Context: an optimization exercise on an open-source flow, tuned for small area, a short achievable clock period and few clock cycles. The choices shown serve that exercise and are no tape-out recipe. Function was checked by simulation only, so behaviour that the tests miss may differ from the original. No activity file was given, so power comes from the tool's default toggle rates.

File: run.sh
#!/bin/bash
# synth_recipe.tcl (not shown) runs the flow's synth.tcl, then flattens the netlist and writes it again
# the make line also repeats each setting of config.mk as NAME=value (left out here)
make -C /OpenROAD-flow-scripts/flow DESIGN_CONFIG=/design/flow/config.mk WORK_HOME=/design/flow/orfs CLKGATE_MAP_FILE= SYNTH_SCRIPT=/design/flow/synth_recipe.tcl finish
File: config.mk
export PLATFORM = sky130hd
export DESIGN_NAME = fpdivsqrt
export DESIGN_NICKNAME = fpdivsqrt
export VERILOG_FILES = /design/flow/design.v
export SDC_FILE = /design/flow/constraint.sdc
export NUM_CORES = 4
export LEC_CHECK = 0
export CAP_MARGIN = 20
export CORE_MARGIN = 2
export CORE_UTILIZATION = 65
export SLEW_MARGIN = 20
File: constraint.sdc
create_clock -name core_clock -period 10.0 [get_ports {clk}]
set_input_delay 2.0000 -clock core_clock [delete_from_list [all_inputs] [get_ports {clk}]]
set_output_delay 2.0000 -clock core_clock [all_outputs]
set_load 0.01 [all_outputs]
File: design.v
module fpdivsqrt (
    input  wire        clk,
    input  wire        rst_n,
    input  wire        in_valid,
    output wire        in_ready,
    input  wire        in_op,
    input  wire [1:0]  in_rnd,
    input  wire        in_ftz,
    input  wire        in_canon,
    input  wire [31:0] in_a,
    input  wire [31:0] in_b,
    output reg         out_valid,
    output reg  [31:0] out_result,
    output reg  [5:0]  out_flags
);
    function rnd_inc;
        input [1:0] mode;
        input       s, lsb, g, st;
        begin
            case (mode)
                2'd0: rnd_inc = g && (st || lsb);
                2'd1: rnd_inc = 1'b0;
                2'd2: rnd_inc = !s && (g || st);
                default: rnd_inc = s && (g || st);
            endcase
        end
    endfunction
    reg        rdy;
    reg        i_v, i_op, i_ftz, i_canon;
    reg [1:0]  i_rnd;
    reg [31:0] i_a, i_b;
    assign in_ready = rdy;
    always @(posedge clk) begin
        rdy     <= rst_n;
        i_v     <= rst_n && in_valid && rdy;
        i_op    <= in_op;
        i_rnd   <= in_rnd;
        i_ftz   <= in_ftz;
        i_canon <= in_canon;
        i_a     <= in_a;
        i_b     <= in_b;
    end
    wire        is_sqrt = i_op;
    wire        sa = i_a[31], sb = i_b[31];
    wire [7:0]  ea_f = i_a[30:23], eb_f = i_b[30:23];
    wire [22:0] fa = i_a[22:0], fb = i_b[22:0];
    wire a_nan  = (ea_f == 8'hFF) && (fa != 0);
    wire b_nan  = !is_sqrt && (eb_f == 8'hFF) && (fb != 0);
    wire a_snan = a_nan && !fa[22];
    wire b_snan = b_nan && !fb[22];
    wire a_inf  = (ea_f == 8'hFF) && (fa == 0);
    wire b_inf  = (eb_f == 8'hFF) && (fb == 0);
    wire a_sub  = (ea_f == 8'h00) && (fa != 0);
    wire b_sub  = !is_sqrt && (eb_f == 8'h00) && (fb != 0);
    wire a_zero = (ea_f == 8'h00) && ((fa == 0) || i_ftz);
    wire b_zero = (eb_f == 8'h00) && ((fb == 0) || i_ftz);
    wire den_in = i_ftz && (a_sub || b_sub);
    wire [23:0] ma = (ea_f == 0) ? {1'b0, fa} : {1'b1, fa};
    wire [23:0] mb = (eb_f == 0) ? {1'b0, fb} : {1'b1, fb};
    wire [7:0]  ea_e = (ea_f == 0) ? 8'd1 : ea_f;
    wire [7:0]  eb_e = (eb_f == 0) ? 8'd1 : eb_f;
    reg [4:0] lza, lzb;
    integer i;
    always @(*) begin
        lza = 5'd0;
        lzb = 5'd0;
        for (i = 0; i < 24; i = i + 1) begin
            if (ma[i]) lza = 5'd23 - i[4:0];
            if (mb[i]) lzb = 5'd23 - i[4:0];
        end
    end
    wire       q_sign = is_sqrt ? sa : (sa ^ sb);
    reg        sp_sel, sp_inv, sp_dz, sp_sgn, sp_pb, sp_pz;
    reg [1:0]  sp_kind;
    always @(*) begin
        sp_sel  = 1'b1;
        sp_inv  = 1'b0;
        sp_dz   = 1'b0;
        sp_kind = 2'd0;
        sp_sgn  = q_sign;
        sp_pb   = 1'b0;
        sp_pz   = 1'b1;
        if (a_nan || b_nan) begin
            sp_kind = 2'd2;
            sp_sgn  = i_canon ? 1'b0 : (a_nan ? sa : sb);
            sp_pb   = !a_nan;
            sp_pz   = i_canon;
            sp_inv  = a_snan || b_snan;
        end else if (is_sqrt) begin
            if (a_zero)      sp_kind = 2'd0;
            else if (sa)     begin sp_kind = 2'd2; sp_sgn = 1'b0; sp_inv = 1'b1; end
            else if (a_inf)  sp_kind = 2'd1;
            else             sp_sel = 1'b0;
        end else begin
            if ((a_inf && b_inf) || (a_zero && b_zero)) begin
                sp_kind = 2'd2; sp_sgn = 1'b0; sp_inv = 1'b1;
            end else if (a_inf)         sp_kind = 2'd1;
            else if (b_inf || a_zero)   sp_kind = 2'd0;
            else if (b_zero) begin
                sp_kind = 2'd1; sp_dz = 1'b1;
            end else                    sp_sel = 1'b0;
        end
    end
    reg        c_v, c_op, c_ftz, c_sel, c_sgn, c_pb, c_pz, c_den, c_dz, c_inv;
    reg [1:0]  c_rnd, c_kind;
    reg [4:0]  c_lza, c_lzb;
    reg [7:0]  c_ea, c_eb;
    reg [23:0] c_ma, c_mb;
    always @(posedge clk) begin
        c_v    <= rst_n && i_v;
        c_op   <= i_op;
        c_rnd  <= i_rnd;
        c_ftz  <= i_ftz;
        c_sel  <= sp_sel;
        c_sgn  <= sp_sgn;
        c_pb   <= sp_pb;
        c_pz   <= sp_pz;
        c_kind <= sp_kind;
        c_den  <= den_in;
        c_dz   <= sp_dz;
        c_inv  <= sp_inv;
        c_lza  <= lza;
        c_lzb  <= lzb;
        c_ea   <= ea_e;
        c_eb   <= eb_e;
        c_ma   <= ma;
        c_mb   <= mb;
    end
    wire [23:0] na = c_ma << c_lza;
    wire [23:0] nb = c_mb << c_lzb;
    wire signed [10:0] xa = $signed({3'd0, c_ea}) - 11'sd127 - $signed({6'd0, c_lza});
    wire signed [10:0] xd = $signed({3'd0, c_ea}) - $signed({3'd0, c_eb})
                          - $signed({6'd0, c_lza}) + $signed({6'd0, c_lzb});
    wire signed [10:0] xq = c_op ? (xa >>> 1) : xd;
    wire [21:0] pay = c_pz ? 22'd0 : (c_pb ? c_mb[21:0] : c_ma[21:0]);
    reg        p_v, p_op, p_ftz, p_sel, p_sgn, p_odd;
    reg [1:0]  p_rnd;
    reg [9:0]  p_e;
    reg [22:0] p_na, p_d;
    always @(posedge clk) begin
        p_v   <= rst_n && c_v;
        p_op  <= c_op;
        p_rnd <= c_rnd;
        p_ftz <= c_ftz;
        p_sel <= c_sel;
        p_sgn <= c_sgn;
        p_odd <= xa[0];
        p_e   <= c_sel ? {5'd0, c_kind, c_den, c_dz, c_inv} : xq[9:0];
        p_na  <= na[22:0];
        p_d   <= c_sel ? {1'b0, pay} : nb[22:0];
    end
    wire [24:0] s_d1   = {1'b0, 1'b1, p_na} - {1'b0, 1'b1, p_d};    
    wire [24:0] s_d2   = {1'b1, p_na, 1'b0} - {1'b0, 1'b1, p_d};    
    wire        a_lt_b = s_d1[24];
    wire [23:0] s_diff = a_lt_b ? s_d2[23:0] : s_d1[23:0];
    wire [25:0] r_div  = {s_diff, 2'b00};
    wire [25:0] r_sqrt = p_odd ? {(p_na[22] ? 2'b10 : 2'b01), p_na[21:0], 2'b00}
                               : {2'b00, p_na, 1'b0};
    wire [9:0]  p_em1  = p_e - 10'd1;
    reg        s0_v, s0_sq, s0_ftz, s0_sel, s0_sgn;
    reg [1:0]  s0_rnd;
    reg [9:0]  s0_e;
    reg [25:0] s0_fr;
    reg [25:0] s0_r;
    always @(posedge clk) begin
        s0_v   <= rst_n && p_v;
        s0_sq  <= p_op && !p_sel;
        s0_rnd <= p_rnd;
        s0_ftz <= p_ftz;
        s0_sel <= p_sel;
        s0_sgn <= p_sgn;
        s0_e   <= (p_op || p_sel || !a_lt_b) ? p_e : p_em1;
        s0_fr  <= (p_op && !p_sel) ? {1'b1, 25'd0} : {1'b1, p_d, 2'b00};
        s0_r   <= p_op ? r_sqrt : r_div;
    end
    wire [25:0] f1 = s0_fr | {2'd0, s0_sq, 23'd0};
    wire [27:0] t1 = {1'b0, s0_r, 1'b0} - {2'b00, f1};
    wire        b1 = !t1[27];
    wire [25:0] r2 = b1 ? t1[25:0] : {s0_r[24:0], 1'b0};
    wire [25:0] fr2 = s0_fr | {1'd0, s0_sq & b1, 24'd0};
    reg        s1_v, s1_sq, s1_ftz, s1_sel, s1_sgn;
    reg [1:0]  s1_rnd;
    reg [9:0]  s1_e;
    reg [25:0] s1_fr;
    reg [25:0] s1_r;
    reg [0:0] s1_q;
    always @(posedge clk) begin
        s1_v   <= rst_n && s0_v;
        s1_sq <= s0_sq;
        s1_rnd <= s0_rnd;
        s1_ftz <= s0_ftz;
        s1_sel <= s0_sel;
        s1_sgn <= s0_sgn;
        s1_e <= s0_e;
        s1_fr <= fr2;
        s1_r <= r2;
        s1_q <= {b1};
    end
    wire [25:0] f2 = s1_fr | {3'd0, s1_sq, 22'd0};
    wire [27:0] t2 = {1'b0, s1_r, 1'b0} - {2'b00, f2};
    wire        b2 = !t2[27];
    wire [25:0] r3 = b2 ? t2[25:0] : {s1_r[24:0], 1'b0};
    wire [25:0] fr3 = s1_fr | {2'd0, s1_sq & b2, 23'd0};
    reg        s2_v, s2_sq, s2_ftz, s2_sel, s2_sgn;
    reg [1:0]  s2_rnd;
    reg [9:0]  s2_e;
    reg [25:0] s2_fr;
    reg [25:0] s2_r;
    reg [1:0] s2_q;
    always @(posedge clk) begin
        s2_v   <= rst_n && s1_v;
        s2_sq <= s1_sq;
        s2_rnd <= s1_rnd;
        s2_ftz <= s1_ftz;
        s2_sel <= s1_sel;
        s2_sgn <= s1_sgn;
        s2_e <= s1_e;
        s2_fr <= fr3;
        s2_r <= r3;
        s2_q <= {s1_q, b2};
    end
    wire [25:0] f3 = s2_fr | {4'd0, s2_sq, 21'd0};
    wire [27:0] t3 = {1'b0, s2_r, 1'b0} - {2'b00, f3};
    wire        b3 = !t3[27];
    wire [25:0] r4 = b3 ? t3[25:0] : {s2_r[24:0], 1'b0};
    wire [25:0] fr4 = s2_fr | {3'd0, s2_sq & b3, 22'd0};
    reg        s3_v, s3_sq, s3_ftz, s3_sel, s3_sgn;
    reg [1:0]  s3_rnd;
    reg [9:0]  s3_e;
    reg [25:0] s3_fr;
    reg [25:0] s3_r;
    reg [2:0] s3_q;
    always @(posedge clk) begin
        s3_v   <= rst_n && s2_v;
        s3_sq <= s2_sq;
        s3_rnd <= s2_rnd;
        s3_ftz <= s2_ftz;
        s3_sel <= s2_sel;
        s3_sgn <= s2_sgn;
        s3_e <= s2_e;
        s3_fr <= fr4;
        s3_r <= r4;
        s3_q <= {s2_q, b3};
    end
    wire [25:0] f4 = s3_fr | {5'd0, s3_sq, 20'd0};
    wire [27:0] t4 = {1'b0, s3_r, 1'b0} - {2'b00, f4};
    wire        b4 = !t4[27];
    wire [25:0] r5 = b4 ? t4[25:0] : {s3_r[24:0], 1'b0};
    wire [25:0] fr5 = s3_fr | {4'd0, s3_sq & b4, 21'd0};
    reg        s4_v, s4_sq, s4_ftz, s4_sel, s4_sgn;
    reg [1:0]  s4_rnd;
    reg [9:0]  s4_e;
    reg [25:0] s4_fr;
    reg [25:0] s4_r;
    reg [3:0] s4_q;
    always @(posedge clk) begin
        s4_v   <= rst_n && s3_v;
        s4_sq <= s3_sq;
        s4_rnd <= s3_rnd;
        s4_ftz <= s3_ftz;
        s4_sel <= s3_sel;
        s4_sgn <= s3_sgn;
        s4_e <= s3_e;
        s4_fr <= fr5;
        s4_r <= r5;
        s4_q <= {s3_q, b4};
    end
    wire [25:0] f5 = s4_fr | {6'd0, s4_sq, 19'd0};
    wire [27:0] t5 = {1'b0, s4_r, 1'b0} - {2'b00, f5};
    wire        b5 = !t5[27];
    wire [25:0] r6 = b5 ? t5[25:0] : {s4_r[24:0], 1'b0};
    wire [25:0] fr6 = s4_fr | {5'd0, s4_sq & b5, 20'd0};
    reg        s5_v, s5_sq, s5_ftz, s5_sel, s5_sgn;
    reg [1:0]  s5_rnd;
    reg [9:0]  s5_e;
    reg [25:0] s5_fr;
    reg [25:0] s5_r;
    reg [4:0] s5_q;
    always @(posedge clk) begin
        s5_v   <= rst_n && s4_v;
        s5_sq <= s4_sq;
        s5_rnd <= s4_rnd;
        s5_ftz <= s4_ftz;
        s5_sel <= s4_sel;
        s5_sgn <= s4_sgn;
        s5_e <= s4_e;
        s5_fr <= fr6;
        s5_r <= r6;
        s5_q <= {s4_q, b5};
    end
    wire [25:0] f6 = s5_fr | {7'd0, s5_sq, 18'd0};
    wire [27:0] t6 = {1'b0, s5_r, 1'b0} - {2'b00, f6};
    wire        b6 = !t6[27];
    wire [25:0] r7 = b6 ? t6[25:0] : {s5_r[24:0], 1'b0};
    wire [25:0] fr7 = s5_fr | {6'd0, s5_sq & b6, 19'd0};
    reg        s6_v, s6_sq, s6_ftz, s6_sel, s6_sgn;
    reg [1:0]  s6_rnd;
    reg [9:0]  s6_e;
    reg [25:0] s6_fr;
    reg [25:0] s6_r;
    reg [5:0] s6_q;
    always @(posedge clk) begin
        s6_v   <= rst_n && s5_v;
        s6_sq <= s5_sq;
        s6_rnd <= s5_rnd;
        s6_ftz <= s5_ftz;
        s6_sel <= s5_sel;
        s6_sgn <= s5_sgn;
        s6_e <= s5_e;
        s6_fr <= fr7;
        s6_r <= r7;
        s6_q <= {s5_q, b6};
    end
    wire [25:0] f7 = s6_fr | {8'd0, s6_sq, 17'd0};
    wire [27:0] t7 = {1'b0, s6_r, 1'b0} - {2'b00, f7};
    wire        b7 = !t7[27];
    wire [25:0] r8 = b7 ? t7[25:0] : {s6_r[24:0], 1'b0};
    wire [25:0] fr8 = s6_fr | {7'd0, s6_sq & b7, 18'd0};
    reg        s7_v, s7_sq, s7_ftz, s7_sel, s7_sgn;
    reg [1:0]  s7_rnd;
    reg [9:0]  s7_e;
    reg [25:0] s7_fr;
    reg [25:0] s7_r;
    reg [6:0] s7_q;
    always @(posedge clk) begin
        s7_v   <= rst_n && s6_v;
        s7_sq <= s6_sq;
        s7_rnd <= s6_rnd;
        s7_ftz <= s6_ftz;
        s7_sel <= s6_sel;
        s7_sgn <= s6_sgn;
        s7_e <= s6_e;
        s7_fr <= fr8;
        s7_r <= r8;
        s7_q <= {s6_q, b7};
    end
    wire [25:0] f8 = s7_fr | {9'd0, s7_sq, 16'd0};
    wire [27:0] t8 = {1'b0, s7_r, 1'b0} - {2'b00, f8};
    wire        b8 = !t8[27];
    wire [25:0] r9 = b8 ? t8[25:0] : {s7_r[24:0], 1'b0};
    wire [25:0] fr9 = s7_fr | {8'd0, s7_sq & b8, 17'd0};
    reg        s8_v, s8_sq, s8_ftz, s8_sel, s8_sgn;
    reg [1:0]  s8_rnd;
    reg [9:0]  s8_e;
    reg [25:0] s8_fr;
    reg [25:0] s8_r;
    reg [7:0] s8_q;
    always @(posedge clk) begin
        s8_v   <= rst_n && s7_v;
        s8_sq <= s7_sq;
        s8_rnd <= s7_rnd;
        s8_ftz <= s7_ftz;
        s8_sel <= s7_sel;
        s8_sgn <= s7_sgn;
        s8_e <= s7_e;
        s8_fr <= fr9;
        s8_r <= r9;
        s8_q <= {s7_q, b8};
    end
    wire [25:0] f9 = s8_fr | {10'd0, s8_sq, 15'd0};
    wire [27:0] t9 = {1'b0, s8_r, 1'b0} - {2'b00, f9};
    wire        b9 = !t9[27];
    wire [25:0] r10 = b9 ? t9[25:0] : {s8_r[24:0], 1'b0};
    wire [25:0] fr10 = s8_fr | {9'd0, s8_sq & b9, 16'd0};
    reg        s9_v, s9_sq, s9_ftz, s9_sel, s9_sgn;
    reg [1:0]  s9_rnd;
    reg [9:0]  s9_e;
    reg [25:0] s9_fr;
    reg [25:0] s9_r;
    reg [8:0] s9_q;
    always @(posedge clk) begin
        s9_v   <= rst_n && s8_v;
        s9_sq <= s8_sq;
        s9_rnd <= s8_rnd;
        s9_ftz <= s8_ftz;
        s9_sel <= s8_sel;
        s9_sgn <= s8_sgn;
        s9_e <= s8_e;
        s9_fr <= fr10;
        s9_r <= r10;
        s9_q <= {s8_q, b9};
    end
    wire [25:0] f10 = s9_fr | {11'd0, s9_sq, 14'd0};
    wire [27:0] t10 = {1'b0, s9_r, 1'b0} - {2'b00, f10};
    wire        b10 = !t10[27];
    wire [25:0] r11 = b10 ? t10[25:0] : {s9_r[24:0], 1'b0};
    wire [25:0] fr11 = s9_fr | {10'd0, s9_sq & b10, 15'd0};
    reg        s10_v, s10_sq, s10_ftz, s10_sel, s10_sgn;
    reg [1:0]  s10_rnd;
    reg [9:0]  s10_e;
    reg [25:0] s10_fr;
    reg [25:0] s10_r;
    reg [9:0] s10_q;
    always @(posedge clk) begin
        s10_v   <= rst_n && s9_v;
        s10_sq <= s9_sq;
        s10_rnd <= s9_rnd;
        s10_ftz <= s9_ftz;
        s10_sel <= s9_sel;
        s10_sgn <= s9_sgn;
        s10_e <= s9_e;
        s10_fr <= fr11;
        s10_r <= r11;
        s10_q <= {s9_q, b10};
    end
    wire [25:0] f11 = s10_fr | {12'd0, s10_sq, 13'd0};
    wire [27:0] t11 = {1'b0, s10_r, 1'b0} - {2'b00, f11};
    wire        b11 = !t11[27];
    wire [25:0] r12 = b11 ? t11[25:0] : {s10_r[24:0], 1'b0};
    wire [25:0] fr12 = s10_fr | {11'd0, s10_sq & b11, 14'd0};
    reg        s11_v, s11_sq, s11_ftz, s11_sel, s11_sgn;
    reg [1:0]  s11_rnd;
    reg [9:0]  s11_e;
    reg [25:0] s11_fr;
    reg [25:0] s11_r;
    reg [10:0] s11_q;
    always @(posedge clk) begin
        s11_v   <= rst_n && s10_v;
        s11_sq <= s10_sq;
        s11_rnd <= s10_rnd;
        s11_ftz <= s10_ftz;
        s11_sel <= s10_sel;
        s11_sgn <= s10_sgn;
        s11_e <= s10_e;
        s11_fr <= fr12;
        s11_r <= r12;
        s11_q <= {s10_q, b11};
    end
    wire [25:0] f12 = s11_fr | {13'd0, s11_sq, 12'd0};
    wire [27:0] t12 = {1'b0, s11_r, 1'b0} - {2'b00, f12};
    wire        b12 = !t12[27];
    wire [25:0] r13 = b12 ? t12[25:0] : {s11_r[24:0], 1'b0};
    wire [25:0] fr13 = s11_fr | {12'd0, s11_sq & b12, 13'd0};
    reg        s12_v, s12_sq, s12_ftz, s12_sel, s12_sgn;
    reg [1:0]  s12_rnd;
    reg [9:0]  s12_e;
    reg [25:0] s12_fr;
    reg [25:0] s12_r;
    reg [11:0] s12_q;
    always @(posedge clk) begin
        s12_v   <= rst_n && s11_v;
        s12_sq <= s11_sq;
        s12_rnd <= s11_rnd;
        s12_ftz <= s11_ftz;
        s12_sel <= s11_sel;
        s12_sgn <= s11_sgn;
        s12_e <= s11_e;
        s12_fr <= fr13;
        s12_r <= r13;
        s12_q <= {s11_q, b12};
    end
    wire [25:0] f13 = s12_fr | {14'd0, s12_sq, 11'd0};
    wire [27:0] t13 = {1'b0, s12_r, 1'b0} - {2'b00, f13};
    wire        b13 = !t13[27];
    wire [25:0] r14 = b13 ? t13[25:0] : {s12_r[24:0], 1'b0};
    wire [25:0] fr14 = s12_fr | {13'd0, s12_sq & b13, 12'd0};
    reg        s13_v, s13_sq, s13_ftz, s13_sel, s13_sgn;
    reg [1:0]  s13_rnd;
    reg [9:0]  s13_e;
    reg [25:0] s13_fr;
    reg [25:0] s13_r;
    reg [12:0] s13_q;
    always @(posedge clk) begin
        s13_v   <= rst_n && s12_v;
        s13_sq <= s12_sq;
        s13_rnd <= s12_rnd;
        s13_ftz <= s12_ftz;
        s13_sel <= s12_sel;
        s13_sgn <= s12_sgn;
        s13_e <= s12_e;
        s13_fr <= fr14;
        s13_r <= r14;
        s13_q <= {s12_q, b13};
    end
    wire [25:0] f14 = s13_fr | {15'd0, s13_sq, 10'd0};
    wire [27:0] t14 = {1'b0, s13_r, 1'b0} - {2'b00, f14};
    wire        b14 = !t14[27];
    wire [25:0] r15 = b14 ? t14[25:0] : {s13_r[24:0], 1'b0};
    wire [25:0] fr15 = s13_fr | {14'd0, s13_sq & b14, 11'd0};
    reg        s14_v, s14_sq, s14_ftz, s14_sel, s14_sgn;
    reg [1:0]  s14_rnd;
    reg [9:0]  s14_e;
    reg [25:0] s14_fr;
    reg [25:0] s14_r;
    reg [13:0] s14_q;
    always @(posedge clk) begin
        s14_v   <= rst_n && s13_v;
        s14_sq <= s13_sq;
        s14_rnd <= s13_rnd;
        s14_ftz <= s13_ftz;
        s14_sel <= s13_sel;
        s14_sgn <= s13_sgn;
        s14_e <= s13_e;
        s14_fr <= fr15;
        s14_r <= r15;
        s14_q <= {s13_q, b14};
    end
    wire [25:0] f15 = s14_fr | {16'd0, s14_sq, 9'd0};
    wire [27:0] t15 = {1'b0, s14_r, 1'b0} - {2'b00, f15};
    wire        b15 = !t15[27];
    wire [25:0] r16 = b15 ? t15[25:0] : {s14_r[24:0], 1'b0};
    wire [25:0] fr16 = s14_fr | {15'd0, s14_sq & b15, 10'd0};
    reg        s15_v, s15_sq, s15_ftz, s15_sel, s15_sgn;
    reg [1:0]  s15_rnd;
    reg [9:0]  s15_e;
    reg [25:0] s15_fr;
    reg [25:0] s15_r;
    reg [14:0] s15_q;
    always @(posedge clk) begin
        s15_v   <= rst_n && s14_v;
        s15_sq <= s14_sq;
        s15_rnd <= s14_rnd;
        s15_ftz <= s14_ftz;
        s15_sel <= s14_sel;
        s15_sgn <= s14_sgn;
        s15_e <= s14_e;
        s15_fr <= fr16;
        s15_r <= r16;
        s15_q <= {s14_q, b15};
    end
    wire [25:0] f16 = s15_fr | {17'd0, s15_sq, 8'd0};
    wire [27:0] t16 = {1'b0, s15_r, 1'b0} - {2'b00, f16};
    wire        b16 = !t16[27];
    wire [25:0] r17 = b16 ? t16[25:0] : {s15_r[24:0], 1'b0};
    wire [25:0] fr17 = s15_fr | {16'd0, s15_sq & b16, 9'd0};
    reg        s16_v, s16_sq, s16_ftz, s16_sel, s16_sgn;
    reg [1:0]  s16_rnd;
    reg [9:0]  s16_e;
    reg [25:0] s16_fr;
    reg [25:0] s16_r;
    reg [15:0] s16_q;
    always @(posedge clk) begin
        s16_v   <= rst_n && s15_v;
        s16_sq <= s15_sq;
        s16_rnd <= s15_rnd;
        s16_ftz <= s15_ftz;
        s16_sel <= s15_sel;
        s16_sgn <= s15_sgn;
        s16_e <= s15_e;
        s16_fr <= fr17;
        s16_r <= r17;
        s16_q <= {s15_q, b16};
    end
    wire [25:0] f17 = s16_fr | {18'd0, s16_sq, 7'd0};
    wire [27:0] t17 = {1'b0, s16_r, 1'b0} - {2'b00, f17};
    wire        b17 = !t17[27];
    wire [25:0] r18 = b17 ? t17[25:0] : {s16_r[24:0], 1'b0};
    wire [25:0] fr18 = s16_fr | {17'd0, s16_sq & b17, 8'd0};
    reg        s17_v, s17_sq, s17_ftz, s17_sel, s17_sgn;
    reg [1:0]  s17_rnd;
    reg [9:0]  s17_e;
    reg [25:0] s17_fr;
    reg [25:0] s17_r;
    reg [16:0] s17_q;
    always @(posedge clk) begin
        s17_v   <= rst_n && s16_v;
        s17_sq <= s16_sq;
        s17_rnd <= s16_rnd;
        s17_ftz <= s16_ftz;
        s17_sel <= s16_sel;
        s17_sgn <= s16_sgn;
        s17_e <= s16_e;
        s17_fr <= fr18;
        s17_r <= r18;
        s17_q <= {s16_q, b17};
    end
    wire [25:0] f18 = s17_fr | {19'd0, s17_sq, 6'd0};
    wire [27:0] t18 = {1'b0, s17_r, 1'b0} - {2'b00, f18};
    wire        b18 = !t18[27];
    wire [25:0] r19 = b18 ? t18[25:0] : {s17_r[24:0], 1'b0};
    wire [25:0] fr19 = s17_fr | {18'd0, s17_sq & b18, 7'd0};
    reg        s18_v, s18_sq, s18_ftz, s18_sel, s18_sgn;
    reg [1:0]  s18_rnd;
    reg [9:0]  s18_e;
    reg [25:0] s18_fr;
    reg [25:0] s18_r;
    reg [17:0] s18_q;
    always @(posedge clk) begin
        s18_v   <= rst_n && s17_v;
        s18_sq <= s17_sq;
        s18_rnd <= s17_rnd;
        s18_ftz <= s17_ftz;
        s18_sel <= s17_sel;
        s18_sgn <= s17_sgn;
        s18_e <= s17_e;
        s18_fr <= fr19;
        s18_r <= r19;
        s18_q <= {s17_q, b18};
    end
    wire [25:0] f19 = s18_fr | {20'd0, s18_sq, 5'd0};
    wire [27:0] t19 = {1'b0, s18_r, 1'b0} - {2'b00, f19};
    wire        b19 = !t19[27];
    wire [25:0] r20 = b19 ? t19[25:0] : {s18_r[24:0], 1'b0};
    wire [25:0] fr20 = s18_fr | {19'd0, s18_sq & b19, 6'd0};
    reg        s19_v, s19_sq, s19_ftz, s19_sel, s19_sgn;
    reg [1:0]  s19_rnd;
    reg [9:0]  s19_e;
    reg [25:0] s19_fr;
    reg [25:0] s19_r;
    reg [18:0] s19_q;
    always @(posedge clk) begin
        s19_v   <= rst_n && s18_v;
        s19_sq <= s18_sq;
        s19_rnd <= s18_rnd;
        s19_ftz <= s18_ftz;
        s19_sel <= s18_sel;
        s19_sgn <= s18_sgn;
        s19_e <= s18_e;
        s19_fr <= fr20;
        s19_r <= r20;
        s19_q <= {s18_q, b19};
    end
    wire [25:0] f20 = s19_fr | {21'd0, s19_sq, 4'd0};
    wire [27:0] t20 = {1'b0, s19_r, 1'b0} - {2'b00, f20};
    wire        b20 = !t20[27];
    wire [25:0] r21 = b20 ? t20[25:0] : {s19_r[24:0], 1'b0};
    wire [25:0] fr21 = s19_fr | {20'd0, s19_sq & b20, 5'd0};
    reg        s20_v, s20_sq, s20_ftz, s20_sel, s20_sgn;
    reg [1:0]  s20_rnd;
    reg [9:0]  s20_e;
    reg [25:0] s20_fr;
    reg [25:0] s20_r;
    reg [19:0] s20_q;
    always @(posedge clk) begin
        s20_v   <= rst_n && s19_v;
        s20_sq <= s19_sq;
        s20_rnd <= s19_rnd;
        s20_ftz <= s19_ftz;
        s20_sel <= s19_sel;
        s20_sgn <= s19_sgn;
        s20_e <= s19_e;
        s20_fr <= fr21;
        s20_r <= r21;
        s20_q <= {s19_q, b20};
    end
    wire [25:0] f21 = s20_fr | {22'd0, s20_sq, 3'd0};
    wire [27:0] t21 = {1'b0, s20_r, 1'b0} - {2'b00, f21};
    wire        b21 = !t21[27];
    wire [25:0] r22 = b21 ? t21[25:0] : {s20_r[24:0], 1'b0};
    wire [25:0] fr22 = s20_fr | {21'd0, s20_sq & b21, 4'd0};
    reg        s21_v, s21_sq, s21_ftz, s21_sel, s21_sgn;
    reg [1:0]  s21_rnd;
    reg [9:0]  s21_e;
    reg [25:0] s21_fr;
    reg [25:0] s21_r;
    reg [20:0] s21_q;
    always @(posedge clk) begin
        s21_v   <= rst_n && s20_v;
        s21_sq <= s20_sq;
        s21_rnd <= s20_rnd;
        s21_ftz <= s20_ftz;
        s21_sel <= s20_sel;
        s21_sgn <= s20_sgn;
        s21_e <= s20_e;
        s21_fr <= fr22;
        s21_r <= r22;
        s21_q <= {s20_q, b21};
    end
    wire [25:0] f22 = s21_fr | {23'd0, s21_sq, 2'd0};
    wire [27:0] t22 = {1'b0, s21_r, 1'b0} - {2'b00, f22};
    wire        b22 = !t22[27];
    wire [25:0] r23 = b22 ? t22[25:0] : {s21_r[24:0], 1'b0};
    wire [25:0] fr23 = s21_fr | {22'd0, s21_sq & b22, 3'd0};
    reg        s22_v, s22_sq, s22_ftz, s22_sel, s22_sgn;
    reg [1:0]  s22_rnd;
    reg [9:0]  s22_e;
    reg [25:0] s22_fr;
    reg [25:0] s22_r;
    reg [21:0] s22_q;
    always @(posedge clk) begin
        s22_v   <= rst_n && s21_v;
        s22_sq <= s21_sq;
        s22_rnd <= s21_rnd;
        s22_ftz <= s21_ftz;
        s22_sel <= s21_sel;
        s22_sgn <= s21_sgn;
        s22_e <= s21_e;
        s22_fr <= fr23;
        s22_r <= r23;
        s22_q <= {s21_q, b22};
    end
    wire [25:0] f23 = s22_fr | {24'd0, s22_sq, 1'd0};
    wire [27:0] t23 = {1'b0, s22_r, 1'b0} - {2'b00, f23};
    wire        b23 = !t23[27];
    wire [25:0] r24 = b23 ? t23[25:0] : {s22_r[24:0], 1'b0};
    wire [25:0] fr24 = s22_fr | {23'd0, s22_sq & b23, 2'd0};
    reg        s23_v, s23_sq, s23_ftz, s23_sel, s23_sgn;
    reg [1:0]  s23_rnd;
    reg [9:0]  s23_e;
    reg [25:0] s23_fr;
    reg [25:0] s23_r;
    reg [22:0] s23_q;
    always @(posedge clk) begin
        s23_v   <= rst_n && s22_v;
        s23_sq <= s22_sq;
        s23_rnd <= s22_rnd;
        s23_ftz <= s22_ftz;
        s23_sel <= s22_sel;
        s23_sgn <= s22_sgn;
        s23_e <= s22_e;
        s23_fr <= fr24;
        s23_r <= r24;
        s23_q <= {s22_q, b23};
    end
    wire [25:0] f24 = s23_fr | {25'd0, s23_sq};
    wire [27:0] t24 = {1'b0, s23_r, 1'b0} - {2'b00, f24};
    wire        b24 = !t24[27];
    wire [25:0] r25 = b24 ? t24[25:0] : {s23_r[24:0], 1'b0};
    wire [25:0] fr25 = s23_fr | {24'd0, s23_sq & b24, 1'd0};
    reg        s24_v, s24_sq, s24_ftz, s24_sel, s24_sgn;
    reg [1:0]  s24_rnd;
    reg [9:0]  s24_e;
    reg [25:0] s24_fr;
    reg [25:0] s24_r;
    reg [23:0] s24_q;
    always @(posedge clk) begin
        s24_v   <= rst_n && s23_v;
        s24_sq <= s23_sq;
        s24_rnd <= s23_rnd;
        s24_ftz <= s23_ftz;
        s24_sel <= s23_sel;
        s24_sgn <= s23_sgn;
        s24_e <= s23_e;
        s24_fr <= fr25;
        s24_r <= r25;
        s24_q <= {s23_q, b24};
    end
    wire        m_stk   = (s24_r != 26'd0);
    wire signed [12:0] e_unb = {{3{s24_e[9]}}, s24_e};
    wire        m_sub   = (e_unb < -13'sd126);
    wire signed [12:0] dsh_raw = -13'sd126 - e_unb;
    wire [4:0]  m_dsh   = (dsh_raw > 13'sd26) ? 5'd26 : dsh_raw[4:0];
    wire [12:0] e_bias  = e_unb + 13'sd127;
    reg        m_v, m_ftz, m_sel, m_sgn, m_stkr, m_subr, m_m127, m_ones;
    reg [1:0]  m_rnd;
    reg [4:0]  m_dshr;
    reg [8:0]  m_eb;
    reg [23:0] m_q;
    always @(posedge clk) begin
        m_v    <= rst_n && s24_v;
        m_ftz  <= s24_ftz;
        m_rnd  <= s24_rnd;
        m_sel  <= s24_sel;
        m_sgn  <= s24_sgn;
        m_stkr <= m_stk;
        m_subr <= m_sub;
        m_m127 <= (e_unb == -13'sd127);
        m_ones <= (s24_q[23:1] == 23'h7F_FFFF);
        m_dshr <= m_dsh;
        m_eb   <= s24_sel ? {6'd0, s24_e[2:0]} : e_bias[8:0];
        m_q    <= s24_sel ? {s24_e[4:3], s24_fr[23:2]} : s24_q;
    end
    wire [23:0] n_mant  = {1'b1, m_q[23:1]};
    wire        n_guard = m_q[0];
    wire        inc24   = rnd_inc(m_rnd, m_sgn, n_mant[0], n_guard, m_stkr);
    wire        carry24 = inc24 && m_ones;
    wire        tiny    = m_subr && !(m_m127 && carry24);
    wire [51:0] dext    = {n_mant, n_guard, m_stkr, 26'd0} >> m_dshr;
    wire [23:0] d_mant  = dext[51:28];
    wire        d_guard = dext[27];
    wire        d_stk   = |dext[26:0];
    reg        u_v, u_ftz, u_sel, u_sgn, u_tiny, u_sub, u_guard, u_stk, u_ovf0, u_ovf1;
    reg [1:0]  u_rnd;
    reg [7:0]  u_eb;
    reg [23:0] u_mant;
    always @(posedge clk) begin
        u_v     <= rst_n && m_v;
        u_ftz   <= m_ftz;
        u_rnd   <= m_rnd;
        u_sel   <= m_sel;
        u_sgn   <= m_sgn;
        u_tiny  <= tiny;
        u_sub   <= m_subr;
        u_guard <= m_subr ? d_guard : n_guard;
        u_stk   <= m_subr ? d_stk   : m_stkr;
        u_mant  <= m_sel ? m_q : (m_subr ? d_mant : n_mant);
        u_eb    <= m_eb[7:0];
        u_ovf0  <= (m_eb >= 9'd255);
        u_ovf1  <= (m_eb >= 9'd254);
    end
    wire         inexact = u_guard || u_stk;
    wire         inc     = rnd_inc(u_rnd, u_sgn, u_mant[0], u_guard, u_stk);
    wire [24:0]  m_inc   = {1'b0, u_mant} + 25'd1;
    wire [24:0]  r_mant  = inc ? m_inc : {1'b0, u_mant};
    wire         cy      = r_mant[24];
    wire [7:0]   eb_inc  = u_eb + 8'd1;
    wire [7:0]   e_b     = u_sub ? {7'd0, r_mant[23]} : (cy ? eb_inc : u_eb);
    wire [22:0]  frac    = cy ? 23'd0 : r_mant[22:0];
    wire         ovf     = !u_sub && (cy ? u_ovf1 : u_ovf0);
    wire         to_max  = (u_rnd == 2'd1) || (u_rnd == 2'd3 && !u_sgn) || (u_rnd == 2'd2 && u_sgn);
    reg [31:0] res;
    reg [5:0]  flg;    
    always @(*) begin
        flg = 6'd0;
        if (u_sel) begin
            case (u_mant[23:22])
                2'd0:    res = {u_sgn, 31'd0};
                2'd1:    res = {u_sgn, 8'hFF, 23'd0};
                default: res = {u_sgn, 8'hFF, 1'b1, u_mant[21:0]};
            endcase
            flg[5] = u_eb[2];
            flg[1] = u_eb[1];
            flg[0] = u_eb[0];
        end else if (u_ftz && u_tiny) begin
            res = {u_sgn, 31'd0};
            flg[4:3] = 2'b11;
            flg[5] = 1'b1;
        end else if (ovf) begin
            res = to_max ? {u_sgn, 8'hFE, 23'h7F_FFFF} : {u_sgn, 8'hFF, 23'd0};
            flg[4] = 1'b1;
            flg[2] = 1'b1;
        end else begin
            res = {u_sgn, e_b, frac};
            flg[4] = inexact;
            flg[3] = u_tiny && inexact;
        end
    end
    always @(posedge clk) begin
        out_valid  <= rst_n && u_v;
        out_result <= res;
        out_flags  <= flg;
    end
endmodule
==> results_dict.tcl, run 1 <==
set metrics [dict create \
    grt_setup_unrepaired "false" \
    synth.distinct_cells 102 \
    worstPathRequired_ps 10710 \
    synth_area_um2 89080 \
    cp_num_buf_inv 2 \
    status "complete, no violations" \
    fin_crit_ps 4703 \
    ctsLongestPathBuffers 3 \
    critPathTopFamily "compound AO/OA/AOI/OAI gates" \
    chipHeight_um 374.2 \
    postCtsHoldBufs 0 \
    postSynthAreaPerCell_um2 9.992 \
    finalCritPeriodShare_pct 47.03 \
    drc 0 \
    synth_top_area_share_pct 50.63 \
    worst-path-stages 13 \
    grt_pass1_wl_mm 301.8 \
    ios 112 \
    layout-drive-gt1-share_pct 8.637 \
    synth_nets 9628 \
    cts_htree_levels 4 \
    grtUsageMet3_pct 3.402 \
    setup_viol 0 \
    root_buffer "clkbuf_16" \
    use_met1_pct 31.74 \
    synth-seq-cells 2253 \
    cts_made_buffers 210 \
    cap_violations 0 \
    syn_to_final_growth_pct 11.62 \
    avgRoutedWirePerCell_um 16.55 \
    clkSlewWorstSetupHoldPaths_ps 60 \
    crit_arrival_ps 5410 \
    routed_wl_mm 182.6 \
    cpPeakStageDelay_ps 790 \
    cp_cell_sequence "inv_1, ha_1, nor2b_1, o21a_1, o21ai_0, a211oi_1, o21ai_0, o311ai_1, o211ai_1, a21oi_1, a21oi_2, inv_1, mux2_2" \
    dp_hpwl_mm 135.0 \
    globalplace.congestion 0.9047 \
    skew_ps 38.48 \
    die-width_um 374.2 \
    reg2reg_to "s20_r[24]" \
    r2r_setup_slack_ps 5300 \
    antenna_found_initial 3 \
    grt_busiest_layer "met2" \
    hold_viol 0 \
    dieArea_um2 140000 \
    reg2regPathDepth 13 \
    total_leakage_power_nw 42.41 \
    cts_tree "done" \
    firstDrtPassIters 6 \
    synth_top_area_cell "dfxtp_1" \
    yosysWarnings 1 \
    grt_use_met2_pct 46.11 \
    max_freq_mhz 212.6 \
    grt_usage_pct 25.87 \
    antenna-diode-count 0 \
    slowest_stage "a21oi_2" \
    endpoint_kind "register" \
    antenna_left 0 \
    cp-start-kind "register" \
    critical_path.startpoint "s19_fr[3]" \
    path_class "reg2reg" \
    synth_edf_count 0 \
    slew_headroom_pct 31.08 \
    layout.nets 9785 \
    worst_pin_slew_ps 1034 \
    routed-via-count 61440 \
    clock-sinks 2253 \
    insertion_delay_ps 820 \
    ys_seq_area_share_pct 50.63 \
    cts_resized 0 \
    synthArstFlopShare_pct 0 \
    drv_slew 0 \
    fin_setup_tns_ps 0 \
    grt_max_degree 54 \
    drt_iter0_markers 3460 \
    start_util_pct 65.59 \
    core_um2 135800 \
    critical_path_peak_fanout 26 \
    setup.worst_path.end "s20_r[24]" \
    overflow 0 \
    ys.flop_type "dfxtp_1" \
    worst_hold_slack_ps 299.2 \
    port_buffers 111 \
    ys_top_cells_by_area "dfxtp_1 (51%), ha_1 (8.6%), a21oi_1 (3.9%)" \
    ir_worst_vdd_mv 0.2239 \
    r2r-start "s19_fr[3]" \
    grt_pass1_vias 61580 \
    syn_inst 8915 \
    rows 135 \
    power.density_nw_per_um2 394.2 \
    vias_per_cell 5.570 \
    post_cts_buffers 0 \
    hold_class "reg2reg" \
]
[worst min-delay path by stage]
| stage | startpoint | end | cells past startpoint |
|---|---|---|---|
| finish | s17_q[15] | s18_q[16] | 0 |
| global route | s17_q[16] | s18_q[17] | 0 |
| CTS | s17_q[15] | s18_q[16] | 0 |
| detailed placement | s17_e[2] | s18_e[2] | 0 |
| global placement | i_rnd[1] | c_rnd[1] | 0 |
| floorplan | i_rnd[0] | c_rnd[0] | 0 |
[layout by cell type (no fill, tap or decap), drive strengths merged, types with 30 or more instances in the layout]
cell	instances
a21oi	698
dfxtp	2253
nor2b	141
and3	46
a211oi	87
mux2i	126
or2	30
buf	39
clkdlybuf4s50	111
nand2	518
ha	609
nor2	695
fa	32
clkbuf	282
o21ai	499
xnor2	307
xor2	189
o21a	141
nor3	135
clkinv	58
o211ai	34
nand2b	116
and2	86
a21o	184
inv	754
or3	39
o21bai	61
o31ai	65
nand3	123
nand4	43
o22ai	40
a31oi	43
mux2	271
[power by group]
group,switching [mW],internal [mW]
Sequential,1.67,12.0
Clock,3.47,4.88
Combinational,9.33,7.81
[sequential cells by signal, indices dropped and copies added (netlist names), 25 cells and up]
name        count
i_b            32
out_result     32
i_a            32
s0_r           25
s23_r          25
s24_r          25
[cell usage after synthesis (39+ instances only)]
cell and instances:
dfxtp_1 2253, inv_1 740, nor2_1 694, a21oi_1 687, ha_1 609, nand2_1 518
o21ai_0 480, xnor2_1 307, mux2_2 265, xor2_1 189, a21o_1 184, nor2b_1 141
o21a_1 141, clkbuf_1 138, nor3_1 135, mux2i_1 126, nand3_1 123, nand2b_1 116
and2_1 86, a211oi_1 85, o21bai_1 61, o31ai_1 60, buf_2 49, and3_1 46
a31oi_1 43, nand4_1 43, o22ai_1 39, or3_1 39
[routing by layer]
| layer | up-vias | share of wire [%] | wire [um] |
|---|---|---|---|
| met5 | - | 0 | 0 |
| li1 | 30980 | - | - |
| met1 | 28910 | 43 | 79240 |
| met2 | 1172 | 50 | 90730 |
| met4 | 0 | 3.3 | 6114 |
| met3 | 379 | 3.6 | 6505 |
[kinds of logic (layout without fill, tap and decap cells)]
group | Yosys count | after routing | synth area share (%)
buffers and inverters | 949 | 1285 | 4.085
xor gates and xnor gates | 496 | 496 | 4.877
muxes | 423 | 423 | 5.499
DFF | 2253 | 2253 | 50.63
adders and majority gates | 641 | 641 | 9.273
AOI/OAI and AO/OA | 2092 | 2092 | 14.76
and+or+nand+nor | 2061 | 2061 | 10.87
[through the flow]
stage                     util, %  instances  total power [mW]  area (um^2)  setup WS, ps
after floorplan                 -       8915             26.84        89080          6714
after global placement      67.67      10640             30.12        91890          5434
after detailed placement    67.67      10640             30.67        91890          5336
after CTS                   73.21      11030             39.26        99420          5331
after global routing        73.21      11030             42.03        99430          4965
final                       73.21      11030             39.20        99430          5297
[area by class of cell]
cell class              instances  area, um^2
flip-flops and latches       2253       45100
multi-input cells            5713       40370
fillers                      9733       36380
clock buffers                 282        6037
inverters                     744        2793
well taps                    1781        2228
clock inverters               109        1486
repair buffers                150        1404
[worst reg2reg max path, delay by kind of cell (launching register included)]
kind / cells / cell delay, ps
multiplexers: 1 / 420
buffers and inverters: 2 / 700
AO/OA/AOI/OAI: 8 / 2700
adder cells (fa/ha/maj): 1 / 260
flip-flops: 1 / 360
AND/OR/NAND/NOR: 1 / 130
Testbench counts, summed over its fixed seeds: cycles 5,040.
==> run 2, diff against run 1 <==
--- a/config.mk
+++ b/config.mk
@@ -8,4 +8,4 @@
 export CAP_MARGIN = 20
 export CORE_MARGIN = 2
-export CORE_UTILIZATION = 65
+export CORE_UTILIZATION = 40
 export SLEW_MARGIN = 20
==> run 2 against run 1 <==
Effect of this change:
- still clean
- worst setup slack gained 470 ps
- clock skew grew 53 ps
- synthesized area is the same
- die area grew 62%
- via count shrank 0.98%
- sequential share of layout area shrank 0.74 points
- non-clock buffer count grew 1
- synthesized cell count is the same
==> results_dict.tcl, run 2 <==
set metrics [dict create \
    final.fill_count 20770 \
    critical_path_peak_fanout 26 \
    worst_pin_slew_ps 935.9 \
    drt_iter0_markers 3122 \
    grt_pass1_wl_mm 305.2 \
    cpPeakStageDelay_ps 560 \
    routed-via-count 60840 \
    finalNonFillerCells 12250 \
    max_freq_mhz 236.2 \
    syn_inst 8915 \
    postSynthAreaPerCell_um2 9.992 \
    ir_worst_vdd_mv 0.1893 \
    slew_headroom_pct 37.47 \
    cp-start-kind "register" \
    cts_tree "done" \
    dp_worst_setup_slack_ps 5777 \
    synth_edf_count 0 \
    fin_setup_tns_ps 0 \
    status "complete, no violations" \
    total_leakage_power_nw 42.47 \
    root_buffer "clkbuf_16" \
    rows 173 \
    dieArea_um2 226500 \
    endpoint_kind "register" \
    synth-seq-cells 2253 \
    clock-sinks 2253 \
    stdcell_area_um2 101100 \
    fin_crit_ps 4233 \
    vias_per_cell 4.966 \
    hold_viol 0 \
    layout-drive-gt1-share_pct 8.586 \
    final_util_pct 45.56 \
    drc 0 \
    antenna_found_initial 3 \
    dp_cells 11840 \
    postCtsHoldBufs 0 \
    chipHeight_um 475.9 \
    ios 112 \
    grt_max_degree 54 \
    fin_total_pwr_mw 39.12 \
    ys_top_cells_by_area "dfxtp_1 (51%), ha_1 (8.6%), a21oi_1 (3.9%)" \
    hold_class "reg2reg" \
    port_buffers 111 \
    slowest_stage "o311ai_1" \
    cp_cell_sequence "inv_1, ha_1, nor2b_1, o21a_1, o21ai_0, a211oi_1, o21ai_0, o311ai_1, o211ai_1, a21oi_1, a21oi_2, buf_4, inv_1, mux2_2" \
    crit_arrival_ps 4980 \
    cts_made_buffers 220 \
    overflow 0 \
    netlist_top_cells_count "dfxtp_1 (2253), inv_1 (740), nor2_1 (694)" \
    synthArstFlopShare_pct 0 \
    avgRoutedWirePerCell_um 15.24 \
    grt_pass1_vias 60510 \
    routed_wl_mm 186.8 \
    yosysWarnings 1 \
    syn_to_final_growth_pct 13.48 \
    globalplace.congestion 0.8686 \
    post_cts_buffers 0 \
    synth_area_um2 89080 \
    yosysMostFrequentCell "dfxtp_1" \
    path_class "reg2reg" \
    dp_hpwl_mm 141.3 \
    cap_violations 0 \
    multi_input_area_um2 40380 \
    ys_seq_area_share_pct 50.63 \
    die-width_um 475.9 \
    power.density_nw_per_um2 387.0 \
    insertion_delay_ps 890 \
    finalCritPeriodShare_pct 42.33 \
    start_util_pct 40.15 \
    placed_cell_area_um2 93400 \
    ys.flop_type "dfxtp_1" \
    grt_setup_unrepaired "false" \
    cp_num_buf_inv 3 \
    worstPathRequired_ps 10750 \
    regArea_um2 45100 \
    core_um2 221900 \
    setup_viol 0 \
    antenna_left 0 \
    synth_top_area_share_pct 50.63 \
    synth_top_area_cell "dfxtp_1" \
    synth.distinct_cells 102 \
    clkSlewWorstSetupHoldPaths_ps 60 \
    synth_nets 9628 \
    final_common_cell "dfxtp_1" \
    ctsLongestPathBuffers 3 \
    grt_usage_pct 16.28 \
    firstDrtPassIters 5 \
    layout.nets 9796 \
    skew_ps 91.16 \
    cts_htree_levels 4 \
    critPathTopFamily "compound AO/OA/AOI/OAI gates" \
    drv_slew 0 \
    final_cell_mix "dfxtp_1 (2253), inv_1 (740), nor2_1 (694)" \
    final.setup.worst_slack_ps 5767 \
    worst_hold_slack_ps 239.2 \
    top_regs "i_a x32, i_b x32, out_result x32" \
    cts_resized 0 \
]
## run 2: cell types whose count changed in the layout (fill, tap and decap cells not counted), sizes merged
cell and change:
bufinv -6, clkinv +5, buf +1, inv -7
clkbuf +31, clkinvlp -4, diode +6
## run 2: layout make-up
type	count	share of cell area, %
Timing Repair Buffer	151	1.396
Multi-Input combinational cell	5713	39.95
Inverter	744	2.763
Tap cell	2975	3.683
Antenna cell	6	0.01485
Clock inverter	97	1.329
Clock buffer	313	6.247
Sequential cell	2253	44.62
## run 2: worst paths after layout
| kind | startpoint | endpoint | slack [ps] | depth (start not counted) |
|---|---|---|---|---|
| min reg2reg | s5_q[2] | s6_q[3] | 240 | 0 |
| max reg2reg | s19_fr[3] | s20_r[24] | 5770 | 14 |
| max | s19_fr[3] | s20_r[24] | 5770 | 14 |
| min | s5_q[2] | s6_q[3] | 240 | 0 |
## run 2: metal layers
metal  GRT usage [%]  share of wire [%]  vias up
met2           28.64                 49      959
li1                -                  -    31000
met1           20.23                 45    28530
met3           2.464                3.4      350
met5               0                  0        -
met4           5.430                2.9        0
## run 2: power breakdown
part / switching, mW / internal (mW) / leakage, nW / total (mW)
Combinational: 9.18 / 7.79 / 19.9 / 17.0
Clock: 3.53 / 4.88 / 3.71 / 8.41
Sequential: 1.69 / 12.0 / 18.9 / 13.7
Total: 14.4 / 24.7 / 42.5 / 39.1
## run 2: cell families (layout without fill, tap and decap cells)
group                    after synthesis  count (layout)  share of synthesized area, %
other                                  0               6                             0
AND/OR/NAND/NOR                     2061            2061                         10.87
XOR/XNOR                             496             496                         4.877
multiplexers                         423             423                         5.499
adder cells (fa/ha/maj)              641             641                         9.273
buffers and inverters                949            1305                         4.085
AO/OA/AOI/OAI                       2092            2092                         14.76
flip-flops                          2253            2253                         50.63
==> run 3, diff against run 2 <==
--- a/config.mk
+++ b/config.mk
@@ -6,6 +6,8 @@
 export NUM_CORES = 4
 export LEC_CHECK = 0
-export CAP_MARGIN = 20
+export CAP_MARGIN = 50
 export CORE_MARGIN = 2
 export CORE_UTILIZATION = 40
-export SLEW_MARGIN = 20
+export SETUP_SLACK_MARGIN = 5
+export SLEW_MARGIN = 70
+export TNS_END_PERCENT = 100
==> run 3 against run 2 <==
Effect of this change:
- clock-buffer cell count decreased by 3
- largest power group unchanged
- utilization is 0.52 points higher
- critical endpoint is now out_result[11]
- sequential share of layout area fell by 0.49 points
- critical path type unchanged
==> results_dict.tcl, run 3 <==
set metrics [dict create \
    top_layer_used "met4" \
    clockPowerShare_pct 22.0 \
    ios 112 \
    netlist_top_cells_count "dfxtp_1 (2253), inv_1 (740), nor2_1 (694)" \
    cpPeakStageDelay_ps 360 \
    synth_area_um2 89080 \
    regArea_um2 45120 \
    grt_setup_unrepaired "false" \
    postSynthAreaPerCell_um2 9.992 \
    r2r-start "u_rnd[1]" \
    globalplace.congestion 0.8686 \
    final_common_cell "dfxtp_1" \
    min-delay-start "s2_e[0]" \
    crit_arrival_ps 4610 \
    wl_met3_mm 6.268 \
    slew_headroom_pct 71.08 \
    clkSlewWorstSetupHoldPaths_ps 70 \
    hold_viol 0 \
    firstDrtPassIters 6 \
    syn_to_final_growth_pct 14.77 \
    pwr-share-seq_pct 34.4 \
    reg2regPathDepth 16 \
    final_cell_mix "dfxtp_1 (2245), inv_1 (736), nor2_1 (691)" \
    dp_hpwl_mm 141.8 \
    max_freq_mhz 259.9 \
    drv_slew 0 \
    post_cts_buffers 0 \
    wl_met1_mm 85.34 \
    power.density_nw_per_um2 390.4 \
    reg2reg_to "out_result[11]" \
    grt_pass1_vias 61130 \
    switchingPower_mw 14.66 \
    dieArea_um2 226500 \
    netSwitchingFraction_pct 36.72 \
    yosysMostFrequentCell "dfxtp_1" \
    total_leakage_power_nw 42.90 \
    endpoint_kind "register" \
    synthArstFlopShare_pct 0 \
    postCtsHoldBufs 0 \
    synth_top_area_cell "dfxtp_1" \
    path_class "reg2reg" \
    cp_cell_sequence "nor2b_1, ha_1, o211ai_1, o41ai_4, clkdlybuf4s18_2, and2_1, nand4_1, nor4_2, buf_4, mux2i_1, nor2_4, a21oi_1, buf_4, nand2b_2, o21ai_0, a22o_1" \
    ctsLongestPathBuffers 3 \
    status "complete, no violations" \
    placed_cell_area_um2 93850 \
    drc 0 \
    setup_viol 0 \
    r2r_setup_slack_ps 6150 \
    die-width_um 475.9 \
    stdcell_area_um2 102200 \
    worstPathRequired_ps 10760 \
    cts_htree_levels 4 \
    ir_worst_vdd_mv 0.2020 \
    p_int_mw 25.25 \
    synth_nets 9628 \
    chipHeight_um 475.9 \
    synth_edf_count 0 \
    hold_class "reg2reg" \
    hold_depth 0 \
    synth_top_area_share_pct 50.63 \
    rows 173 \
    antenna_found_initial 7 \
    ys_seq_area_share_pct 50.63 \
    core_um2 221900 \
    grt_pass1_wl_mm 307.4 \
    top_regs "i_a x32, i_b x32, out_result x32" \
    layout.nets 9810 \
    cp_common_cell "buf_4" \
    cp-start-kind "register" \
    dr_wl_met2_mm 91.41 \
    skew_ps 94.06 \
    ys_top_cells_by_area "dfxtp_1 (51%), ha_1 (8.6%), a21oi_1 (3.9%)" \
    pwr-share-comb_pct 43.5 \
    avgRoutedWirePerCell_um 15.33 \
    start_util_pct 40.15 \
    multi_input_area_um2 40860 \
    worst_pin_slew_ps 428.1 \
    slowest_stage "dfxtp_1" \
    insertion_delay_ps 910 \
    routed_wl_mm 188.1 \
    clock-sinks 2253 \
    finalCritPeriodShare_pct 38.48 \
    fin_setup_tns_ps 0 \
    cts_tree "done" \
    routed-via-count 61030 \
    antenna_left 0 \
    cts_made_buffers 221 \
    overflow 0 \
    grt_max_degree 54 \
    cts_resized 0 \
    root_buffer "clkbuf_16" \
    synth-seq-cells 2253 \
    synth.distinct_cells 102 \
    yosysWarnings 1 \
    holdPathEnd "s3_e[0]" \
    port_buffers 111 \
    vias_per_cell 4.974 \
    final.fill_count 20520 \
    fin_crit_ps 3848 \
    drt_iter0_markers 2927 \
    cap_violations 0 \
    grt_usage_pct 16.37 \
    critical_path_peak_fanout 23 \
    layout-drive-gt1-share_pct 9.817 \
    syn_inst 8915 \
    ys.flop_type "dfxtp_1" \
]
run 3: cell counts after synthesis:
No cell type changed its count.
run 3: cell families (layout without fill, tap and decap cells):
logic type	count (synthesis)	after routing	synth area share [%]
DFF	2253	2253	50.63
AOI/OAI and AO/OA	2092	2092	14.76
and+or+nand+nor	2061	2061	10.87
buffers and inverters	949	1324	4.085
adders and majority gates	641	641	9.273
xor gates and xnor gates	496	496	4.877
muxes	423	423	5.499
other	0	5	0
run 3: per-stage QoR:
stage | hold slack [ps] | power [mW] | utilization [%] | setup WS [ps] | std cells
6_report | 236.0 | 39.91 | 46.08 | 6152 | 12270
5_1_grt | 241.8 | 43.00 | 46.08 | 5838 | 12270
4_1_cts | 224.4 | 40.03 | 45.93 | 6027 | 12260
3_5_place_dp | 312.1 | 30.99 | 42.30 | 6107 | 11850
3_3_place_gp | 309.8 | 30.40 | 42.10 | 5836 | 11840
2_1_floorplan | 309.6 | 26.84 | - | 6714 | 8915
run 3: how the worst max path moves through the flow:
stage                     depth (start not counted)  startpoint              to  slack [ps]
final                                            16    u_rnd[1]  out_result[11]        6150
after global routing                             16    u_rnd[1]   out_result[7]        5840
after CTS                                        16    u_rnd[1]  out_result[11]        6030
after detailed placement                         16    u_rnd[1]  out_result[11]        6110
after global placement                           13    s2_fr[6]         s3_r[2]        5840
after floorplan                                  17     c_ea[0]          p_e[8]        6710
run 3: area by class of cell:
| class | count | share of cell area, % |
|---|---|---|
| antenna | 5 | 0.01224 |
| clock buffer | 310 | 6.304 |
| clock inverter | 106 | 1.568 |
| inverter | 744 | 2.739 |
| multi-input combinational | 5713 | 39.97 |
| sequential | 2253 | 44.13 |
| tap | 2975 | 3.641 |
| timing repair buffer | 164 | 1.633 |
run 3: critical path: cells and delay by family (launching register included):
family	cells	cell delay [ps]
AND/OR/NAND/NOR	6	1130
buffers and inverters	3	840
AO/OA/AOI/OAI	5	770
flip-flops	1	360
multiplexers	1	340
adder cells (fa/ha/maj)	1	280
run 3: power by group through the flow:
| stage | clock network, mW | registers [mW] | logic, mW |
|---|---|---|---|
| floorplan | 0 | 13.1 | 13.7 |
| global placement | 0 | 14.0 | 16.4 |
| detailed placement | 0 | 14.0 | 17.0 |
| finish | 8.79 | 13.7 | 17.4 |
| global route | 9.44 | 14.1 | 19.5 |
| CTS | 9.05 | 13.8 | 17.2 |
run 3: per-layer routing:
| layer | vias to the layer above | global-route usage [%] |
|---|---|---|
| li1 | 31050 | - |
| met1 | 28690 | 20.35 |
| met2 | 955 | 28.71 |
| met3 | 330 | 2.566 |
| met4 | 0 | 5.553 |
| met5 | - | 0 |
==> run 4, diff against run 3 <==
==> flow/run.sh (new file) <==
#!/bin/bash
set -euo pipefail
bash standard.sh SETUP_SLACK_MARGIN=6.5 > standard.log 2>&1
==> standard.sh (new file) <==
#!/bin/bash
# synth_recipe.tcl (not shown) runs the flow's synth.tcl, then flattens the netlist and writes it again
# the make line also repeats each setting of config.mk as NAME=value (left out here)
make -C /OpenROAD-flow-scripts/flow DESIGN_CONFIG=/design/flow/config.mk WORK_HOME=/design/flow/orfs CLKGATE_MAP_FILE= SYNTH_SCRIPT=/design/flow/synth_recipe.tcl "${@:-finish}"
--- a/config.mk
+++ b/config.mk
@@ -9,5 +9,4 @@
 export CORE_MARGIN = 2
 export CORE_UTILIZATION = 40
-export SETUP_SLACK_MARGIN = 5
 export SLEW_MARGIN = 70
 export TNS_END_PERCENT = 100
removed: run.sh
==> run 4 against run 3 <==
Effect of this change:
- global-route usage about the same
- sequential share of layout area decreased by 0.53 points
- utilization increased by 0.58 points
- register-to-register slack improved by 450 ps
- final area increased by 1.3%
- maximum frequency increased by 12%
- worst hold slack improved by 2.2 ps
- clock-buffer cell count unchanged
- wire length increased by 2.5%
- combinational power increased by 5%
- power increased by 2.0%
- critical path type is now reg2out
- largest cell class unchanged
==> results_dict.tcl, run 4 <==
set metrics [dict create \
    skew_ps 91.50 \
    finalCritPeriodShare_pct 34.22 \
    root_buffer "clkbuf_16" \
    globalplace.congestion 0.8686 \
    rows 173 \
    grt_pass1_wl_mm 308.0 \
    setup_viol 0 \
    layout.nets 9860 \
    synth_nets 9628 \
    cts_made_buffers 221 \
    fin_setup_tns_ps 0 \
    power.density_nw_per_um2 393.3 \
    multi_input_area_um2 41480 \
    vias_per_cell 4.990 \
    port_buffers 111 \
    slew_headroom_pct 69.57 \
    cp_num_buf_inv 1 \
    synth.distinct_cells 102 \
    fin_total_pwr_mw 40.71 \
    grt_setup_unrepaired "true" \
    status "complete, no violations" \
    grt_max_degree 54 \
    drt_iter0_markers 3107 \
    antenna_left 0 \
    top_regs "i_a x32, i_b x32, out_result x32" \
    fin_crit_ps 3422 \
    cp_cell_sequence "dlygate4sd2_1" \
    insertion_delay_ps 910 \
    postCtsHoldBufs 0 \
    chipHeight_um 475.9 \
    final_common_cell "dfxtp_1" \
    yosysWarnings 1 \
    overflow 0 \
    max_freq_mhz 292.3 \
    ir_worst_vdd_mv 0.2041 \
    synth_top_area_cell "dfxtp_1" \
    critPathTopFamily "flip-flops" \
    ctsLongestPathBuffers 3 \
    ys_top_cells_by_area "dfxtp_1 (51%), ha_1 (8.6%), a21oi_1 (3.9%)" \
    synth_edf_count 0 \
    critical_path_peak_fanout 1 \
    final_cell_mix "dfxtp_1 (2230), inv_1 (735), nor2_1 (687)" \
    avgRoutedWirePerCell_um 15.64 \
    clkSlewWorstSetupHoldPaths_ps 60 \
    cts_htree_levels 4 \
    cts_tree "done" \
    syn_to_final_growth_pct 16.20 \
    ys.flop_type "dfxtp_1" \
    synth_top_area_share_pct 50.63 \
    grt_usage_pct 16.41 \
    routed-via-count 61480 \
    grt_pass1_vias 61190 \
    cap_violations 0 \
    slowest_stage "dfxtp_1" \
    hold_viol 0 \
    layout-drive-gt1-share_pct 11.43 \
    hold_class "reg2reg" \
    ys_seq_area_share_pct 50.63 \
    netlist_top_cells_count "dfxtp_1 (2253), inv_1 (740), nor2_1 (694)" \
    drc 0 \
    worstPathRequired_ps 8000 \
    total_leakage_power_nw 43.43 \
    dp_hpwl_mm 141.8 \
    drv_slew 0 \
    dieArea_um2 226500 \
    core_um2 221900 \
    clock-sinks 2253 \
    regArea_um2 45140 \
    antenna_found_initial 8 \
    synth_area_um2 89080 \
    path_class "reg2out" \
    endpoint_kind "primary output" \
    cp-start-kind "register" \
    firstDrtPassIters 5 \
    routed_wl_mm 192.7 \
    synthArstFlopShare_pct 0 \
    postSynthAreaPerCell_um2 9.992 \
    die-width_um 475.9 \
    synth-seq-cells 2253 \
    worst_pin_slew_ps 443.7 \
    cpPeakStageDelay_ps 310 \
    crit_arrival_ps 1420 \
    syn_inst 8915 \
    start_util_pct 40.15 \
    ios 112 \
    yosysMostFrequentCell "dfxtp_1" \
    final.fill_count 20450 \
]
## run 4: logic make-up after synthesis
kind of cell             after synthesis  synth area share [%]
flip-flops                          2253                 50.63
AO/OA/AOI/OAI                       2092                 14.76
AND/OR/NAND/NOR                     2061                 10.87
buffers and inverters                949                 4.085
adder cells (fa/ha/maj)              641                 9.273
XOR/XNOR                             496                 4.877
multiplexers                         423                 5.499
## run 4: area by class of cell
| type | instances | area share [%] |
|---|---|---|
| clock buffer | 310 | 6.226 |
| tap | 2975 | 3.596 |
| multi-input combinational | 5716 | 40.07 |
| antenna | 6 | 0.01451 |
| sequential | 2253 | 43.61 |
| inverter | 744 | 2.711 |
| timing repair buffer | 211 | 2.220 |
| clock inverter | 106 | 1.548 |
## run 4: per-layer routing
metal,vias to the layer above,routed length [um],track usage (%)
met4,0,5241,5.506
met1,28990,86760,20.38
met2,980,94060,28.81
li1,31180,-,-
met5,-,0,0
met3,323,6634,2.563
## run 4: through the flow
step	area (um^2)	instances	hold WS [ps]	worst slack [ps]	util, %
4_1_cts	102100	12270	224.4	6471	46.03
6_report	103500	12320	238.3	6578	46.65
2_1_floorplan	89080	8915	309.6	6714	-
3_3_place_gp	93400	11840	309.8	5836	42.10
3_5_place_dp	93850	11850	312.1	6107	42.30
5_1_grt	103500	12320	241.8	6478	46.65
## run 4: path summary, 6_finish.rpt
check            startpoint        endpoint  slack, ps  cells past startpoint
max          out_result[15]  out_result[15]       6580                      1
min                 s2_e[0]         s3_e[0]        240                      0
max reg2reg      s14_fr[11]        s15_r[9]       6600                     15
min reg2reg         s2_e[0]         s3_e[0]        240                      0
## run 4: power by group
group / switching [mW] / internal [mW] / total, mW
clock network: 3.60 / 5.19 / 8.79
registers: 1.72 / 12.1 / 13.8
logic: 9.73 / 8.42 / 18.2
## run 4: what timing repair did
action	CTS	global route
gates cloned	0	11
setup endpoints to repair	241	398
buffers inserted	6	32
pin swaps	11	51
gates resized for setup	123	174

## separate check: timing with driven ports
The results above use ideal ports. As a check the final layouts listed here were re-extracted and re-timed, cells and wires unchanged.
Step 1: set_driving_cell puts a clkbuf_16 on clk and a buf_2 on each other input, an assumption about the parent block.
Step 2 also shifts input and output timing later by t, the mid clock arrival at the registers, as if the neighbouring blocks saw the same clock.
Slacks: ideal ports / drivers / drivers and shift; pairs: ideal ports / drivers.
| run | t (ns) | slack for setup (ns) | worst setup path at the end | clock arrival spread, ns |
|---|---|---|---|---|
| run 1 | 0.880 | 5.297 / 5.297 / 5.297 | register to register | 0.060 / 0.060 |
| run 2 | 0.923 | 5.767 / 5.767 / 5.767 | register to register | 0.092 / 0.092 |
| run 3 | 0.944 | 6.152 / 6.152 / 6.152 | register to register | 0.095 / 0.095 |
| run 4 | 0.944 | 6.578 / 6.494 / 6.600 | register to register | 0.096 / 0.097 |
After both steps setup and hold are still met in every run listed.
